Source: an optimization exercise on an open RTL-to-GDS flow (aim: small area). Production flows keep margins and buffers that such runs may drop. The RTL was checked by simulation tests, not by an equivalence proof against the original design. No activity file was given, so power comes from the tool's default toggle rates.

==> trial 7: inputs <==
==> flow/design.v (excerpt) <==
module etcher (
    input  wire         clk,
    input  wire         rst,
    output wire [10:0]  pc_o,
    input  wire [31:0]  instr_i,
    input  wire [9:0]   lo_i,
    input  wire [9:0]   hi_i,
    input  wire         errhalt_i,
    input  wire         start_i,
    input  wire [9:0]   start_addr_i,
    input  wire         stop_i,
    input  wire [62:0]  ev_i,
    input  wire [23:0]  st_i,
    input  wire [239:0] ch_v_i,
    input  wire [9:0]   ch_new_i,
    input  wire [9:0]   ch_warm_i,
    input  wire         acc_smp_i,
    output wire         bus_req_o,
    output wire [1:0]   bus_op_o,
    output wire [15:0]  bus_addr_o,
    output wire [2:0]   bus_mb_o,
    output wire [2:0]   bus_len_o,
    output wire [63:0]  bus_data_o,
    input  wire         bus_ack_i,
    input  wire         bus_err_i,
    input  wire [15:0]  bus_rdata_i,
    output reg          level_o,
    output reg          pulse_o,
    output reg          kick_o,
    output wire         kick_stop_o,
    output wire [2:0]   kick_etch_o,
    output wire [9:0]   kick_addr_o,
    output reg  [1:0]   state_o,
    output reg          pend_o,
    output reg          stopping_o,
    output reg          halt_o,
    output reg          rej_o,
    output reg          err_o,
    output reg  [2:0]   err_code_o,
    output reg  [10:0]  err_pc_o,
    output wire [63:0]  cnt_o,
    output wire [24:0]  it0_o,
    output wire [24:0]  it1_o
);
Settings: LEC_CHECK=0, CAP_MARGIN=20, CORE_MARGIN=2, CORE_UTILIZATION=40, SLEW_MARGIN=20; clock period 20.0 ns.
standard.sh (not shown) runs the stock make flow with config.mk's settings and CLKGATE_MAP_FILE= SYNTH_SCRIPT=/design/flow/synth_recipe.tcl, a recipe that flattens the netlist after the stock synthesis.
==> flow/flow/run.sh <==
#!/bin/bash
# Own layout flow: the standard ORFS flow (standard.sh, unchanged synthesis),
# with every input and output port buffered by sky130_fd_sc_hd__buf_1 instead of
# the default port buffer cell. Each tool's full output goes to ORFS's own logs
# under orfs/logs; make's output goes to flow_make.log here.
set -euo pipefail
bash standard.sh 'BUFFER_PORTS_ARGS=-buffer_cell sky130_fd_sc_hd__buf_1' finish > flow_make.log 2>&1
==> build 95: changes against trial 7 <==
==> flow/flow/run.sh (replaced) <==
#!/bin/bash
# Own layout flow: the standard ORFS flow (standard.sh) with three changes:
#  - synthesis maps the logic with an area-oriented ABC script (flow/synth.tcl,
#    flow/area.abc); registers are untouched;
#  - every input and output port is buffered with sky130_fd_sc_hd__buf_1;
#  - CTS uses no dummy loads.
# Each tool writes its full output to ORFS's logs under orfs/logs/; make's own
# output goes to flow_make.log in this folder.
set -euo pipefail
export OWN_ABC_SCRIPT="$PWD/flow/area.abc"
bash standard.sh \
  "SYNTH_SCRIPT=$PWD/flow/synth.tcl" \
  'BUFFER_PORTS_ARGS=-buffer_cell sky130_fd_sc_hd__buf_1' \
  'CTS_ARGS=-sink_clustering_enable -repair_clock_nets -dont_use_dummy_load -buf_list sky130_fd_sc_hd__clkbuf_4' \
  finish > flow_make.log 2>&1
==> flow/flow/area.abc (new file) <==
strash
balance
rewrite
refactor
balance
rewrite
rewrite -z
balance
refactor -z
rewrite -z
balance
dc2
dch -f
amap -m -F 3 -A 8
topo
==> flow/flow/synth.tcl (new file) <==
# The standard flow's synthesis script (synth_recipe.tcl) with one change: ABC maps the
# combinational logic with flow/area.abc (area-oriented) instead of ORFS's
# speed script. The registers come from dfflibmap before ABC runs, so their
# names, count and cell types are those of the standard synthesis.
proc synth {args} { yosys synth -nofsm -noshare {*}$args }
proc abc {args} {
  set i [lsearch -exact $args -script]
  if { $i >= 0 } {
    set args [lreplace $args [expr {$i + 1}] [expr {$i + 1}] $::env(OWN_ABC_SCRIPT)]
  }
  yosys abc {*}$args
}
source $::env(SCRIPTS_DIR)/synth.tcl
# left out here: clear keep_hierarchy, flatten, clean up, hide names made inside functions, write 1_2_yosys.v
==> trial 86: changes against trial 7 <==
==> flow/run.sh (new file) <==
#!/bin/bash
# synth_recipe.tcl (not shown) runs the flow's synth.tcl, then flattens the netlist and writes it again
# the make line also repeats each setting of config.mk as NAME=value (left out here)
make -C /OpenROAD-flow-scripts/flow DESIGN_CONFIG=/design/flow/config.mk WORK_HOME=/design/flow/orfs CLKGATE_MAP_FILE= SYNTH_SCRIPT=/design/flow/synth_recipe.tcl finish
--- a/flow/config.mk
+++ b/flow/config.mk
@@ -5,6 +5,7 @@
 export SDC_FILE = /design/flow/constraint.sdc
 export NUM_CORES = 4
 export LEC_CHECK = 0
+export ABC_AREA = 1
 export CAP_MARGIN = 20
 export CORE_MARGIN = 2
 export CORE_UTILIZATION = 40
removed: flow/flow/run.sh
removed: flow/standard.sh
==> comparison <==
- Register-to-register slack: trial 7 < build 95 < trial 86.
- Between trial 7 and build 95, the lower clock skew is in trial 7 (gap 89 ps).
- The lowest total power belongs to build 95, the highest to trial 86.
- Global-route usage: build 95 > trial 86 > trial 7.
- The highest final area belongs to trial 86, the lowest to build 95.
- Build 95 finished with timing, DRC and antenna clean. Trial 7 passed the timing, DRC and antenna checks. Trial 86 ran to the end with no violations.
- The highest worst hold slack belongs to trial 7, the lowest to build 95.
- The lowest critical path depth belongs to trial 7, the highest to build 95.
- Combinational power, highest first: trial 86, trial 7, build 95.
- The lowest setup slack belongs to trial 86, the highest to trial 7.
- Die area: build 95 < trial 86 < trial 7.
==> figures <==
	build 95	trial 7	trial 86
Outcome	finished clean	finished clean	finished clean
Proportion of total power due to net switching	35.0%	32.3%	32.6%
Sequential share of cell area	30.7%	27.5%	24.4%
Ratio of layout area to synthesized area	1.211x	1.187x	1.356x
Most common cell after layout, fill and taps aside	sky130_fd_sc_hd__buf_1	sky130_fd_sc_hd__buf_1	sky130_fd_sc_hd__clkdlybuf4s50_1
Total number of cells along the worst setup path	56	44	52
Final Worst Setup Slack	2090 ps	2260 ps	1410 ps
Post-Synthesis Cells	2204	2249	3020
Final layout net count	3547	3384	4150
Vias in the first global route	21700	20400	23400
Register-to-register path setup slack	5800 ps	5740 ps	6150 ps
Power share of the sequential group	47.0%	40.2%	38.8%
Insertion delay of the later-clocked pin in the worst-skew pair	860 ps	570 ps	560 ps
Hold depth	1	1	2
Area share of fa/ha/maj cells after synthesis	11.8%	10.3%	10.5%
Fraction of final layout cells with drive strength greater than 1	5.51%	12.3%	5.93%
Most common cell in the synthesized netlist	sky130_fd_sc_hd__clkinv_1	sky130_fd_sc_hd__nor2_1	sky130_fd_sc_hd__nand2_1
Synth Net Count	2810	2855	3626
Multi-In Gates	1544	1658	2170
Post-synthesis share of cell area spent on and, or, nand and nor gates	11.0%	15.4%	23.8%
Met1 usage	44.7%	38.4%	51.6%

what the ideal ports hide:
Ports are ideal in the flow. The routed layouts listed here were re-timed in OpenROAD.
Step 1 sets driving cells, clkbuf_16 on the clock port and buf_2 on the other inputs (assumed; they add their load-dependent delay and slew).
Step 2, shift: input delay + t, output delay - t, t = (earliest + latest rising clock arrival at the registers) / 2. This alone moves slack from input paths to output paths.
Slacks: no drivers / after step 1 / after step 2; pairs: no drivers / after step 1.
run | t (ns) | slack for setup (ns) | hold WS [ns]
trial 7 | 0.611 | 2.257 / 2.226 / 1.615 | 0.427 / 0.427 / 0.427
build 95 | 0.855 | 2.090 / 2.121 / 1.266 | 0.365 / 0.365 / 0.365
trial 86 | 0.623 | 1.409 / 1.405 / 0.782 | 0.425 / 0.425 / 0.425
After both steps setup and hold are still met in every run listed. The setup slack of build 95, which loses most, moves by +0.031 ns with the drivers and by -0.824 ns with both steps.
